This design comes from an exercise in tuning for small area, a short achievable clock period and few clock cycles per item on the open sky130 flow, not from production work.
Power figures rest on the tool's default switching activity, not on a simulated workload.

## before
==> flow/design.v <==
module mtr_pulse (
    input  wire        clk,
    input  wire        rst,
    input  wire        in_valid,
    output wire        in_ready,
    input  wire        in_op,         
    input  wire [47:0] in_de,         
    input  wire [39:0] in_ts,         
    input  wire [23:0] in_dt,         
    input  wire [31:0] in_const,      
    output wire        out_valid,
    input  wire        out_ready,
    output wire [39:0] out_start,     
    output wire        busy,
    output wire [63:0] resid,         
    output wire [31:0] count          
);
    localparam [39:0] PULSE_DELAY_US = 40'd25000;
    localparam [39:0] KH_RESET       = 40'd225000;    
    reg [60:0] a_q;           
    reg [39:0] kh_q;          
    reg [31:0] count_q;
    reg        rep_q;         
    reg        sl_valid;
    reg [47:0] sl_f;
    reg [47:0] sl_de;
    reg [23:0] sl_dt;
    reg [39:0] sl_ts;
    reg        dv_busy;
    reg        dv_fin;        
    reg [4:0]  dv_cnt;        
    reg [47:0] dv_f;
    reg [47:0] dv_de;
    reg [47:0] dv_r;
    reg [23:0] dv_x;          
    reg [39:0] dv_ts;
    reg        o_pend;        
    reg        o_rnd;
    reg        o_valid;
    reg [39:0] o_start;
    wire fin_out  = dv_busy && dv_fin && !o_valid && !o_pend;
    wire dv_take  = sl_valid && (!dv_busy || fin_out);
    wire sl_space = !sl_valid || dv_take;
    assign in_ready  = !rep_q && sl_space;
    assign busy      = rep_q || sl_valid || dv_busy || o_pend || o_valid;
    assign out_valid = o_valid;
    assign out_start = o_start;
    assign resid     = {3'd0, a_q};
    assign count     = count_q;
    wire accept   = in_valid && in_ready;
    wire acc_e    = accept && !in_op;
    wire acc_c    = accept && in_op;
    wire rep_step = rep_q && sl_space;
    wire [41:0] amk_h;
    wire        amk_co;
    bk_add #(42) u_amk (.a({1'b0, a_q[60:20]}), .b(~{2'b0, kh_q}), .ci(1'b1), .s(amk_h), .co(amk_co));
    wire [61:0] amk    = {amk_h, a_q[19:0]};
    wire [60:0] add_de = rep_q ? 61'd0 : {13'd0, in_de};
    wire [60:0] sum_s;
    wire [61:0] sum_t;
    wire        ss_co, st_co;
    bk_add #(61) u_ss (.a(a_q), .b(add_de), .ci(1'b0), .s(sum_s), .co(ss_co));
    bk_add #(62) u_st (.a(amk), .b({1'b0, add_de}), .ci(1'b0), .s(sum_t), .co(st_co));
    wire        ge     = !sum_t[61];                           
    wire [60:0] a_next = ge ? sum_t[60:0] : sum_s;
    wire        pulse  = ge && (acc_e || rep_step);
    wire        big    = (kh_q[39:28] == 12'd0) && (in_de[47:20] >= kh_q[27:0]);
    wire [47:0] f_op   = rep_q ? sl_f : ~a_q[47:0];
    wire [27:0] f_hi;
    wire        f_co;
    wire [19:0] f_lo   = f_op[19:0] + {19'd0, !rep_q};      
    wire        f_lc   = !rep_q && (a_q[19:0] == 20'd0);   
    bk_add #(28) u_f (.a(kh_q[27:0]), .b(f_op[47:20]), .ci(f_lc), .s(f_hi), .co(f_co));
    wire [47:0] f_next = {f_hi, f_lo};
    wire [31:0] c1     = {in_const[31:1], in_const[0] | (in_const[31:1] == 31'd0)};
    wire [39:0] kc_a   = {c1, 8'd0};
    wire [39:0] kc_b   = ~{3'd0, c1, 5'd0};
    wire [39:0] kc_c   = {8'd0, c1};
    wire [39:0] kc_s   = kc_a ^ kc_b ^ kc_c;
    wire [39:0] kc_k   = (kc_a & kc_b) | (kc_a & kc_c) | (kc_b & kc_c);
    wire [39:0] kh_new;
    wire        kh_co;
    bk_add #(40) u_kh (.a(kc_s), .b({kc_k[38:0], 1'b0}), .ci(1'b1), .s(kh_new), .co(kh_co));
    wire        dv_b   = dv_x[23] && !dv_fin;    
    wire [50:0] r2     = {2'b0, dv_r, 1'b0};
    wire [50:0] bf     = dv_b ? {3'b0, dv_f} : 51'd0;
    wire [50:0] t0, t1, t2;
    wire        t0_co, t1_co, t2_co;
    bk_add #(51) u_t0 (.a(r2), .b(bf), .ci(1'b0), .s(t0), .co(t0_co));
    wire [50:0] nd1    = ~{3'b0, dv_de};
    wire [50:0] nd2    = ~{2'b0, dv_de, 1'b0};
    wire [50:0] c1s    = r2 ^ bf ^ nd1;
    wire [50:0] c1c    = (r2 & bf) | (r2 & nd1) | (bf & nd1);
    bk_add #(51) u_t1 (.a(c1s), .b({c1c[49:0], 1'b0}), .ci(1'b1), .s(t1), .co(t1_co));
    wire [50:0] c2s    = r2 ^ bf ^ nd2;
    wire [50:0] c2c    = (r2 & bf) | (r2 & nd2) | (bf & nd2);
    bk_add #(51) u_t2 (.a(c2s), .b({c2c[49:0], 1'b0}), .ci(1'b1), .s(t2), .co(t2_co));
    wire        ge2    = !t2[50];
    wire        ge1    = !t1[50];
    wire [47:0] r_next = ge2 ? t2[47:0] : ge1 ? t1[47:0] : t0[47:0];
    wire [22:0] xh     = dv_x[22:0] + {22'd0, ge2};
    wire [23:0] x_next = {xh, ge1 & !ge2};
    reg  [4:0]  lz;
    integer     i;
    always @(*) begin
        lz = 5'd24;
        for (i = 0; i < 24; i = i + 1)
            if (sl_dt[i]) lz = 5'd23 - i[4:0];
    end
    wire [23:0] dt_norm = sl_dt << lz;
    wire        f_eq    = (sl_f == sl_de);
    wire [39:0] start0, start1;
    wire        st0_co, st1_co;
    bk_add #(40) u_st0 (.a(dv_ts), .b({16'd0, dv_x}), .ci(1'b0), .s(start0), .co(st0_co));
    bk_add #(40) u_st1 (.a(o_start), .b(PULSE_DELAY_US), .ci(o_rnd), .s(start1), .co(st1_co));
    wire [31:0] count_inc;
    wire        cnt_co;
    bk_add #(32) u_cnt (.a(count_q), .b(32'd0), .ci(1'b1), .s(count_inc), .co(cnt_co));
    always @(posedge clk) begin
        if (rst) begin
            a_q      <= 61'd0;
            kh_q     <= KH_RESET;
            count_q  <= 32'd0;
            rep_q    <= 1'b0;
            sl_valid <= 1'b0;
            dv_busy  <= 1'b0;
            dv_fin   <= 1'b0;
            o_pend   <= 1'b0;
            o_valid  <= 1'b0;
        end else begin
            if (acc_c)
                a_q <= 61'd0;
            else if (acc_e || rep_step)
                a_q <= a_next;
            if (acc_c)
                kh_q <= kh_new;
            if (rep_q) begin
                if (!ge) rep_q <= 1'b0;
            end else if (acc_e && ge && big)
                rep_q <= 1'b1;
            if (sl_space)
                sl_valid <= pulse;
            if (dv_take) begin
                dv_busy <= 1'b1;
                dv_fin  <= (lz >= 5'd23);
            end else if (dv_busy && !dv_fin) begin
                dv_fin  <= (dv_cnt == 5'd1);
            end else if (fin_out) begin
                dv_busy <= 1'b0;
            end
            o_pend <= fin_out;
            if (o_pend)
                o_valid <= 1'b1;
            else if (out_ready)
                o_valid <= 1'b0;
            if (o_valid && out_ready)
                count_q <= count_inc;
        end
    end
    always @(posedge clk) begin
        if (sl_space) begin
            sl_f <= f_next;
            if (!rep_q) begin
                sl_de <= in_de;
                sl_dt <= in_dt;
                sl_ts <= in_ts;
            end
        end
        if (dv_take) begin
            dv_f   <= sl_f;
            dv_de  <= sl_de;
            dv_r   <= (lz == 5'd24 || f_eq) ? 48'd0 : sl_f;
            dv_x   <= {dt_norm[22:0], f_eq && (lz != 5'd24)};
            dv_cnt <= 5'd23 - lz;
            dv_ts  <= sl_ts;
        end else if (dv_busy && !dv_fin) begin
            dv_r   <= r_next;
            dv_x   <= x_next;
            dv_cnt <= dv_cnt - 5'd1;
        end
        if (fin_out) begin
            o_start <= start0;
            o_rnd   <= ge1;
        end else if (o_pend)
            o_start <= start1;
    end
endmodule
module bk_add #(parameter integer W = 32) (
    input  wire [W-1:0] a,
    input  wire [W-1:0] b,
    input  wire         ci,
    output wire [W-1:0] s,
    output wire         co
);
    localparam integer L = $clog2(W + 1);
    wire [W:0] g0 = {a & b, ci};
    wire [W:0] p0 = {a ^ b, 1'b0};
    wire [W:0] g [0:2*L];
    wire [W:0] p [0:2*L];
    assign g[0] = g0;
    assign p[0] = p0;
    genvar lv, k;
    generate
        for (lv = 0; lv < L; lv = lv + 1) begin : up
            for (k = 0; k <= W; k = k + 1) begin : n
                if (((k + 1) % (2 << lv)) == 0) begin : c
                    assign g[lv+1][k] = g[lv][k] | (p[lv][k] & g[lv][k - (1 << lv)]);
                    assign p[lv+1][k] = p[lv][k] & p[lv][k - (1 << lv)];
                end else begin : t
                    assign g[lv+1][k] = g[lv][k];
                    assign p[lv+1][k] = p[lv][k];
                end
            end
        end
        for (lv = L - 1; lv > 0; lv = lv - 1) begin : dn
            for (k = 0; k <= W; k = k + 1) begin : n
                if (((k + 1) % (1 << lv)) == ((1 << lv) >> 1) && k >= (1 << lv)) begin : c
                    assign g[2*L-lv][k] = g[2*L-lv-1][k] | (p[2*L-lv-1][k] & g[2*L-lv-1][k - ((1 << lv) >> 1)]);
                    assign p[2*L-lv][k] = p[2*L-lv-1][k] & p[2*L-lv-1][k - ((1 << lv) >> 1)];
                end else begin : t
                    assign g[2*L-lv][k] = g[2*L-lv-1][k];
                    assign p[2*L-lv][k] = p[2*L-lv-1][k];
                end
            end
        end
    endgenerate
    wire [W:0] cg = g[2*L-1];
    assign s  = p0[W:1] ^ cg[W-1:0];
    assign co = cg[W];
endmodule
clock: 12.0 ns
lec_check: 0
cap_margin: 20
core_margin: 2
core_utilization: 40
slew_margin: 20
standard.sh (not shown) runs the stock make flow with config.mk's settings and CLKGATE_MAP_FILE= SYNTH_SCRIPT=/design/flow/synth_recipe.tcl, a recipe that flattens the netlist after the stock synthesis.
==> flow/flow/run.sh <==
#!/bin/bash
set -euo pipefail
bash standard.sh SETUP_SLACK_MARGIN=8.5 finish > standard_make.log 2>&1
What after does differently from before at the input level:
diff --git a/flow/design.v b/flow/design.v
--- a/flow/design.v
+++ b/flow/design.v
@@ -69,13 +69,13 @@
     wire [27:0] f_hi;
     wire        f_co;
     wire [19:0] f_lo   = f_op[19:0] + {19'd0, !rep_q};      
     wire        f_lc   = !rep_q && (a_q[19:0] == 20'd0);   
     bk_add #(28) u_f (.a(kh_q[27:0]), .b(f_op[47:20]), .ci(f_lc), .s(f_hi), .co(f_co));
     wire [47:0] f_next = {f_hi, f_lo};
-    wire [31:0] c1     = {in_const[31:1], in_const[0] | (in_const[31:1] == 31'd0)};
+    wire [31:0] c1     = (in_const == 32'd0) ? 32'd1 : in_const;
     wire [39:0] kc_a   = {c1, 8'd0};
     wire [39:0] kc_b   = ~{3'd0, c1, 5'd0};
     wire [39:0] kc_c   = {8'd0, c1};
     wire [39:0] kc_s   = kc_a ^ kc_b ^ kc_c;
     wire [39:0] kc_k   = (kc_a & kc_b) | (kc_a & kc_c) | (kc_b & kc_c);
     wire [39:0] kh_new;
@@ -105,13 +105,12 @@
     always @(*) begin
         lz = 5'd24;
         for (i = 0; i < 24; i = i + 1)
             if (sl_dt[i]) lz = 5'd23 - i[4:0];
     end
     wire [23:0] dt_norm = sl_dt << lz;
-    wire        f_eq    = (sl_f == sl_de);
     wire [39:0] start0, start1;
     wire        st0_co, st1_co;
     bk_add #(40) u_st0 (.a(dv_ts), .b({16'd0, dv_x}), .ci(1'b0), .s(start0), .co(st0_co));
     bk_add #(40) u_st1 (.a(o_start), .b(PULSE_DELAY_US), .ci(o_rnd), .s(start1), .co(st1_co));
     wire [31:0] count_inc;
     wire        cnt_co;
@@ -139,13 +138,13 @@
             end else if (acc_e && ge && big)
                 rep_q <= 1'b1;
             if (sl_space)
                 sl_valid <= pulse;
             if (dv_take) begin
                 dv_busy <= 1'b1;
-                dv_fin  <= (lz >= 5'd23);
+                dv_fin  <= (lz == 5'd24);
             end else if (dv_busy && !dv_fin) begin
                 dv_fin  <= (dv_cnt == 5'd1);
             end else if (fin_out) begin
                 dv_busy <= 1'b0;
             end
             o_pend <= fin_out;
@@ -166,15 +165,15 @@
                 sl_ts <= in_ts;
             end
         end
         if (dv_take) begin
             dv_f   <= sl_f;
             dv_de  <= sl_de;
-            dv_r   <= (lz == 5'd24 || f_eq) ? 48'd0 : sl_f;
-            dv_x   <= {dt_norm[22:0], f_eq && (lz != 5'd24)};
-            dv_cnt <= 5'd23 - lz;
+            dv_r   <= 48'd0;
+            dv_x   <= dt_norm;
+            dv_cnt <= 5'd24 - lz;
             dv_ts  <= sl_ts;
         end else if (dv_busy && !dv_fin) begin
             dv_r   <= r_next;
             dv_x   <= x_next;
             dv_cnt <= dv_cnt - 5'd1;
         end
==> summary.txt <==
The clock skew number comes out lower for after vs before.
after vs before on final critical-path setup slack: after is the higher one.
Placed instance count: before and after compared, higher one is before
after gives less summed area of non-filler cells in the final layout than before did.
Critical path depth (higher): before
Distinct cell type count after synthesis in after is 4 above before.
Re total power: before was higher than after.
Function was not checked in any run of this note: the RTL went through the layout flow alone.

[what the ideal ports hide]
The flow's constraints put no driver on any port. The routed layouts listed below were extracted and timed again, unchanged, in two steps.
Step 1 sets driving cells, clkbuf_16 on the clock port and buf_2 on the other inputs (assumed; they add their load-dependent delay and slew).
Step 2 moves the port delays by t, midway between the first and last clock arrival at a register: inputs arrive t later, outputs are due t later. That takes back most of the time a late clock gives input paths.
a / b / c = ideal ports / drivers / drivers and shift; a / b = the first two.
| run | t (ns) | slack for setup (ns) | hold WS [ns] | worst register clock-pin slew, ns |
|---|---|---|---|---|
| before | 0.730 | 5.788 / 5.808 / 5.078 | 0.417 / 0.417 / 0.417 | 0.06 / 0.06 |
| after | 0.705 | 6.131 / 6.166 / 5.462 | 0.417 / 0.417 / 0.417 | 0.07 / 0.07 |
After both steps setup and hold are still met in every run listed. The setup slack of before, which loses most, moves by +0.020 ns with the drivers and by -0.710 ns with both steps.
